This is an optimization exercise on Yosys and OpenROAD, whose aim is small area and a short achievable clock period, not a production implementation. RTL that was checked went through simulation tests only; none was proved equivalent to the original. For run 2, only the layout was checked, not whether the RTL still works.

## flow/design.v (module list and top-level ports; edited modules follow where they fit)
// module lane_fma: 2439 lines
module lane_fma (
    input  wire        clk,
    input  wire        rst,
    input  wire        in_valid,
    input  wire [2:0]  in_op,
    input  wire [1:0]  in_mod,
    input  wire [31:0] in_a,
    input  wire [31:0] in_b,
    input  wire [31:0] in_c,
    output reg         out_valid,
    output reg  [31:0] out_res,
    output reg         out_clamp,
    output reg         out_bad
);
  // ...
==> flow/flow/run.sh <==
#!/bin/bash
# The standard layout (standard.sh, unchanged synthesis), with two
# settings outside config.mk's list: timing repair aims for 5.75 ns of setup
# slack, and the port buffers are buf_1 cells. make's full output goes to
# standard.log; each ORFS step logs under orfs/logs/.
export SETUP_SLACK_MARGIN=5.75
export BUFFER_PORTS_ARGS="-buffer_cell sky130_fd_sc_hd__buf_1"
bash standard.sh > standard.log 2>&1
==> flow/standard.sh <==
#!/bin/bash
# synth_recipe.tcl (not shown) runs the flow's synth.tcl, then flattens the netlist and writes it again
# the make line also repeats each setting of config.mk as NAME=value (left out here)
make -C /OpenROAD-flow-scripts/flow DESIGN_CONFIG=/design/flow/config.mk WORK_HOME=/design/flow/orfs CLKGATE_MAP_FILE= SYNTH_SCRIPT=/design/flow/synth_recipe.tcl "${@:-finish}"
==> flow/config.mk <==
export PLATFORM = sky130hd
export DESIGN_NAME = lane_fma
export DESIGN_NICKNAME = lane_fma
export VERILOG_FILES = /design/flow/design.v
export SDC_FILE = /design/flow/constraint.sdc
export NUM_CORES = 4
export LEC_CHECK = 0
export CAP_MARGIN = 20
export CORE_MARGIN = 2
export CORE_UTILIZATION = 60
export SLEW_MARGIN = 20
==> flow/constraint.sdc <==
create_clock -name core_clock -period 11.0 [get_ports {clk}]
set_input_delay 2.2000 -clock core_clock [delete_from_list [all_inputs] [get_ports {clk}]]
set_output_delay 2.2000 -clock core_clock [all_outputs]
set_load 0.01 [all_outputs]
==> results.cfg, run 1 <==
[worst_hold_path]
worstHoldPathType = reg -> reg
hp-start = r2_e76[5]

[run_status]
status = timing/DRC/antenna clean

[critical_path]
crit_buf_inv = 3
arrival_ns = 5.66
rr_endpoint = r3_mag[36]
reg2reg_depth = 17

[final_layout]
fill_cells = 6017
top_register = r2_q
seq_share_pct = 17.8
utilization_pct = 65.4
final_common_cell = nand2_1
buf_share_pct = 3.70
largest_reg_flops = 127

[drt]
drc_errors = 0
drt-met1-wl_mm = 59.2
detail-route-antenna-nets = 0
met3WireLength_mm = 17.2
wl_met2_mm = 64.4
dr.pass1.iters = 6

[sta]
clock.fmax_mhz = 193
slew_headroom_pct = 29.3

[synthesis]
synth_compound_area_share_pct = 19.0
synth_nets = 5648
synthCells = 5042

[placement]
dpl-instance-area_mm2 = 0.0431

[die]
core_area_mm2 = 0.0698
die_x_um = 269
io_pins = 139

[clock_tree]
insertion_delay_ns = 0.62
==> run 2: changes to the inputs <==
--- a/flow/design.v
+++ b/flow/design.v
@@ -94,17 +94,17 @@
         r1_bneg    <= e_neg;
         r1_bone    <= e_one;
         r1_btwo    <= e_two;
         r1_mz      <= z_zero ? 24'd0 : {1'b1, zf};
         r1_shn     <= sh_n;
         r1_e76n    <= e76n;
         r1_ze      <= ze;
     end
-    wire        far      = r1_far;
+    wire        far      = !r1_zz && (r1_pz || r1_shn[10]);
     wire        fsticky  = far && !r1_pz;
     wire [6:0]  r1_shamt = far ? 7'd0 : (r1_shn > 11'sd76) ? 7'd76 : r1_shn[6:0];
     wire signed [10:0] r1_e76 = far ? ($signed({3'b000, r1_ze}) + 11'sd1) : r1_e76n;
     wire [23:0] bx = r1_mx;
     wire [25:0] by = {2'b00, 1'b1, r1_yf};       
     wire [12:0] bneg = r1_bneg & {13{~far}};
     wire [12:0] bone = r1_bone & {13{~far}};
     wire [12:0] btwo = r1_btwo & {13{~far}};
@@ -2328,49 +2328,52 @@
     wire lz_c29_2 = lz_z21 ? lz_c28_1 : lz_c21_1;
     wire lz_z30 = lz_z14 & lz_z29;
     wire lz_c30_0 = lz_z14 ? lz_z21 : lz_z6;
     wire lz_c30_1 = lz_z14 ? lz_c29_0 : lz_c14_0;
     wire lz_c30_2 = lz_z14 ? lz_c29_1 : lz_c14_1;
     wire lz_c30_3 = lz_z14 ? lz_c29_2 : lz_c14_2;
     wire       lzero = lz_z30;
     wire [4:0] lzc = {lz_z14, lz_c30_0, lz_c30_1, lz_c30_2, lz_c30_3};
-    wire [76:0] mag_ps = mag << {lz_z14, lz_c30_0, 5'd0};
+    wire [76:0] mag_ps = mag << {lz_z14, 6'd0};
     reg        r3_valid;
     reg [1:0]  r3_mod;
     reg        r3_sp_hit, r3_sp_bad, r3_sp_inf, r3_sp_sgn;
     reg        r3_sign, r3_zero;
     reg [76:0] r3_mag;
+    reg        r3_stl;
     reg [4:0]  r3_lz;
     reg signed [10:0] r3_e76;
     always @(posedge clk) begin
         if (rst) r3_valid <= 1'b0;
         else     r3_valid <= r2_valid;
         r3_mod    <= r2_mod;
         r3_sp_hit <= r2_sp_hit;
         r3_sp_bad <= r2_sp_bad;
         r3_sp_inf <= r2_sp_inf;
         r3_sp_sgn <= r2_sp_sgn;
         r3_sign   <= r2_psign ^ sneg;
         r3_zero   <= lzero;
-        r3_mag    <= mag_ps;
+        r3_mag    <= mag_ps[76:0];
+        r3_stl    <= 1'b0;
         r3_lz     <= lzc;
         r3_e76    <= r2_e76;
     end
-    wire [76:0] nrm4 = r3_mag << {r3_lz[2:0], 2'b00};
+    wire [76:0] nrm4 = r3_mag << {r3_lz[3:0], 2'b00};
     wire [1:0]  f    = nrm4[76] ? 2'd0 : nrm4[75] ? 2'd1 : nrm4[74] ? 2'd2 : 2'd3;
     wire [76:0] norm = nrm4 << f;
     wire [23:0] mant = norm[76:53];
     wire        rbit = norm[52];
     reg         stc;
     integer     k;
     always @(*) begin
         stc = 1'b0;
+        stc = r3_stl;
         for (k = 0; k < 49; k = k + 1)
-            if ({1'b0, r3_lz[2:0], 2'b00} < 8'd49 - k[7:0]) stc = stc | r3_mag[k];
+            if ({1'b0, r3_lz[3:0], 2'b00} < 8'd49 - k[7:0]) stc = stc | r3_mag[k];
     end
     wire sticky = stc | (nrm4[51] && f <= 2'd0) | (nrm4[50] && f <= 2'd1) | (nrm4[49] && f <= 2'd2);
     wire signed [10:0] ec   = r3_e76 - $signed({4'b0000, r3_lz, 2'b00});
     wire signed [10:0] epre = ec - $signed({9'd0, f});
     wire        rup  = rbit && (sticky || mant[0]);
     wire        mall = &mant;
     wire        mcy  = mall && rup;                  
     wire [22:0] frac = mant[22:0] + {22'd0, rup};    
==> flow/flow/run.sh (replaced) <==
#!/bin/bash
# The standard layout (standard.sh, unchanged synthesis), with two
# settings outside config.mk's list: timing repair aims for 6 ns of setup
# slack, and the port buffers are buf_1 cells. make's full output goes to
# standard.log; each ORFS step logs under orfs/logs/.
export SETUP_SLACK_MARGIN=6
export BUFFER_PORTS_ARGS="-buffer_cell sky130_fd_sc_hd__buf_1"
bash standard.sh > standard.log 2>&1
==> flow/config.mk (replaced) <==
export PLATFORM = sky130hd
export DESIGN_NAME = lane_fma
export DESIGN_NICKNAME = lane_fma
export VERILOG_FILES = /design/flow/design.v
export SDC_FILE = /design/flow/constraint.sdc
export NUM_CORES = 4
export LEC_CHECK = 0
export CAP_MARGIN = 20
export CORE_MARGIN = 2
export CORE_UTILIZATION = 60
export CTS_CLUSTER_DIAMETER = 100
export CTS_CLUSTER_SIZE = 30
export SLEW_MARGIN = 20
==> run 2 against run 1 <==
Against the previous run:
- still clean on timing, DRC and antenna
- die area decreased by 0.32%
- cell area increased by 1.7%
==> results.cfg, run 2 <==
[critical_path]
reg2reg_depth = 15
path_cells = buf_12 > buf_4 > mux2i_1 > mux2i_1 > and2_1 > o31ai_1 > mux4_2 > nand4_1 > or3_4 > nor4_4 > o21a_1 > o21ai_1 > and3_4 > or4b_4 > a21oi_2
crit_required_ns = 11.53
path_class = reg -> reg
reg2reg_from = r3_lz[0]
slowest_stage = o31ai_1
path_common_cell = mux2i_1
reg2reg_slack_ns = 6.02
critPathMaxFanout = 8
end_kind = flop
crit_buf_inv = 2
rr_endpoint = out_res[11]
cp_top_family = simple AND/OR/NAND/NOR gates
cpPeakStageDelay_ns = 0.91
crit_path_start_kind = flop
arrival_ns = 5.51

[placement]
gp_congestion = 1.00
hpwl_mm = 107
io_buffers = 138
place_ws_ns = 4.03

[clock_tree]
cts.clk_slew.worst_paths_ns = 0.11
cts_buffers = 22
clock_path_buffers = 3
insertion_delay_ns = 0.63
cts_max_level = 1
cts_tree = built
cts.sinks = 405
cts_root_buffer = clkbuf_16
hold_buffers = 0

[synthesis]
synthCells = 4948
avgSynthCellArea_um2 = 8.48
yosysTopAreaCell = dfxtp_1
ys_ff_latch = 405
synth_top_area_share_pct = 19.3
synth_common_cells = 574 x nand2_1, 405 x dfxtp_1, 386 x xnor2_1
synth_area_leaders = dfxtp_1 19%, fa_1 15%, xnor2_1 8.1%, a22oi_1 5.9%, ha_1 5.8%
synth_flop_cell = dfxtp_1
synth_nets = 5554
postSynth.asyncResetShare_pct = 0
ys_seq_area_share_pct = 19.3
synth.most_common_cell = nand2_1
yosysUniqueCellTypes = 101
synth-edff-count = 0
syn-cell-area_mm2 = 0.0420
ys.warnings.count = 1

[sta]
fin_tns_setup_ns = 0
clock.fmax_mhz = 201
finalHoldViolations = 0
setup_viol = 0
slew_violations = 0
slew_headroom_pct = 25.0
fin_crit_ns = 4.98
final.period_utilization_pct = 45.3
setup_ws_ns = 6.02
tightest_slew_ns = 1.12
rsz0062_at_grt = true
skew_ns = 0.0792

[final_layout]
top_register = r2_q
final_common_cell = nand2_1
top_regs = r2_q (127), r3_mag (77), out_res (32)
final_nets = 5596
fill_cells = 5814
area_growth_syn_to_layout_pct = 10.7
drive_gt1_share_pct = 12.5
layout_common_cells = 567 x nand2_1, 388 x dfxtp_1, 380 x xnor2_1, 328 x a22oi_1, 322 x nor2_1
largest_reg_flops = 127

[run]
drv_cap = 0

[global_routing]
grtUsageTotal_pct = 40.3
grt_max_degree = 98
grt_first_pass_wirelength_mm = 222
grt_overflow = 0
antenna_found_initial = 7
grt_pass1_vias = 36500

[die]
die_x_um = 268
die_y_um = 268
start_util_pct = 60.9
core_area_mm2 = 0.0689
row_count = 96
io_pins = 139
die-area_mm2 = 0.0721

[drt]
wl_mm = 149
vias = 39100
detail-route-antenna-nets = 0
met3WireLength_mm = 15.5
drtIter0Drc = 4825
dr.pass1.iters = 8
drt-met1-wl_mm = 57.8
topRoutingLayerUsed = met5
drc_errors = 0
wl_met2_mm = 65.6
wire_per_inst_um = 25.2
vias_per_cell = 6.58

[run_status]
status = timing/DRC/antenna clean

[worst_hold_path]
holdPathEnd = r3_sp_bad
worstHoldPathType = reg -> reg
hold_depth = 0
hp-start = r2_sp_bad
==> run 2: changes by cell type after synthesis, moves of 13 or more <==
cell and delta:
a21oi_2 +13, a31oi_1 +15, and2_1 +22, buf_2 -24
clkbuf_1 +20, mux4_2 +24, nand3_1 -16, nand4_1 -19
nor2_1 -19, nor2b_1 -13, o21ai_0 -23, o22ai_1 -17
xor2_1 +20
==> run 2: worst register-to-register path: cells and delay by family (launching register included) <==
family                 cells  cell delay, ns
and+or+nand+nor            6            1.89
DFF                        1            0.45
AOI/OAI and AO/OA          4            1.29
buffers and inverters      2            0.34
muxes                      3            0.93
==> run 2: worst max path at each step <==
| stage | from | end | slack [ns] | depth (start not counted) |
|---|---|---|---|---|
| 2_1_floorplan | r1_pz | r2_q[102] | 6.02 | 15 |
| 3_3_place_gp | r3_lz[0] | out_res[25] | 4.18 | 14 |
| 3_5_place_dp | r3_lz[0] | out_res[25] | 4.03 | 14 |
| 4_1_cts | r2_q[13] | r3_lz[0] | 6.00 | 18 |
| 5_1_grt | r2_q[68] | r3_lz[2] | 5.91 | 18 |
| 6_report | r3_lz[0] | out_res[11] | 6.02 | 15 |
==> run 2: final cells by class <==
cell class,instances,area [µm²],share of cell area [%]
well taps,931,1160,2.51
clock inverters,12,240,0.517
multi-input cells,3862,32400,69.6
repair buffers,372,2720,5.86
inverters,326,1270,2.74
clock buffers,23,554,1.19
flip-flops and latches,405,8140,17.5
repair inverters,1,3.75,0.00808
diodes,1,2.50,0.00539
==> run 2: metrics by stage <==
stage               utilization, %  hold WS [ns]  std cells  instance area [µm²]
finish                        67.4         0.335       5933                46500
global route                  67.4         0.348       5933                46500
CTS                           65.3         0.336       5846                45100
detailed placement            62.1         0.312       5741                42800
global placement              62.1         0.311       5741                42800
floorplan                        -         0.310       4948                42000
==> run 2: timing repair <==
item / in CTS / in global routing
cloned: 13 / 5
hold endpoints to repair: 0 / 0
endpoints found under the setup margin: 134 / 117
pin swaps: 27 / 44
setup buffers: 57 / 81
resized for setup: 147 / 155
==> run 2: cell families (layout without fill, tap and decap cells) <==
kind of cell             Yosys count  after routing  synth area share, %
multiplexers                     258            260                 8.34
flip-flops                       405            405                 19.3
AO/OA/AOI/OAI                   1109           1111                 17.8
buffers and inverters            690            734                 6.62
other                              0              1                    0
adder cells (fa/ha/maj)          502            502                 20.5
AND/OR/NAND/NOR                 1432           1437                 15.9
XOR/XNOR                         552            552                 11.5
==> run 2: metal layers <==
layer / vias up / GRT usage, %
li1: 17300 / -
met1: 18600 / 52.3
met2: 2570 / 63.1
met3: 597 / 7.74
met4: 12 / 22.9
met5: - / 0.405

-- afterwards: timing with drivers on the ports --
In the flow no input, the clock included, has a driving cell. The finished layouts below were timed again as built, in two steps.
Step 1 sets driving cells, clkbuf_16 on the clock port and buf_2 on the other inputs (assumed; they add their load-dependent delay and slew).
Step 2 times the ports against the registers' clock, not the clock port: input delays grow and output delays shrink by t, the midpoint of the rising clock arrivals with the driver on.
Three values: ideal ports, drivers, drivers and shift; two values: the first two.
run	t, ns	slack for setup (ns)	worst slew at a driven data input, ns
run 1	0.673	5.808 / 5.808 / 5.293	0.08
run 2	0.667	6.017 / 6.017 / 5.598	0.08
After both steps every run listed still meets setup and hold. For run 1, which loses most, drivers alone change the setup slack by 0.000 ns; drivers and shift together by -0.515 ns.
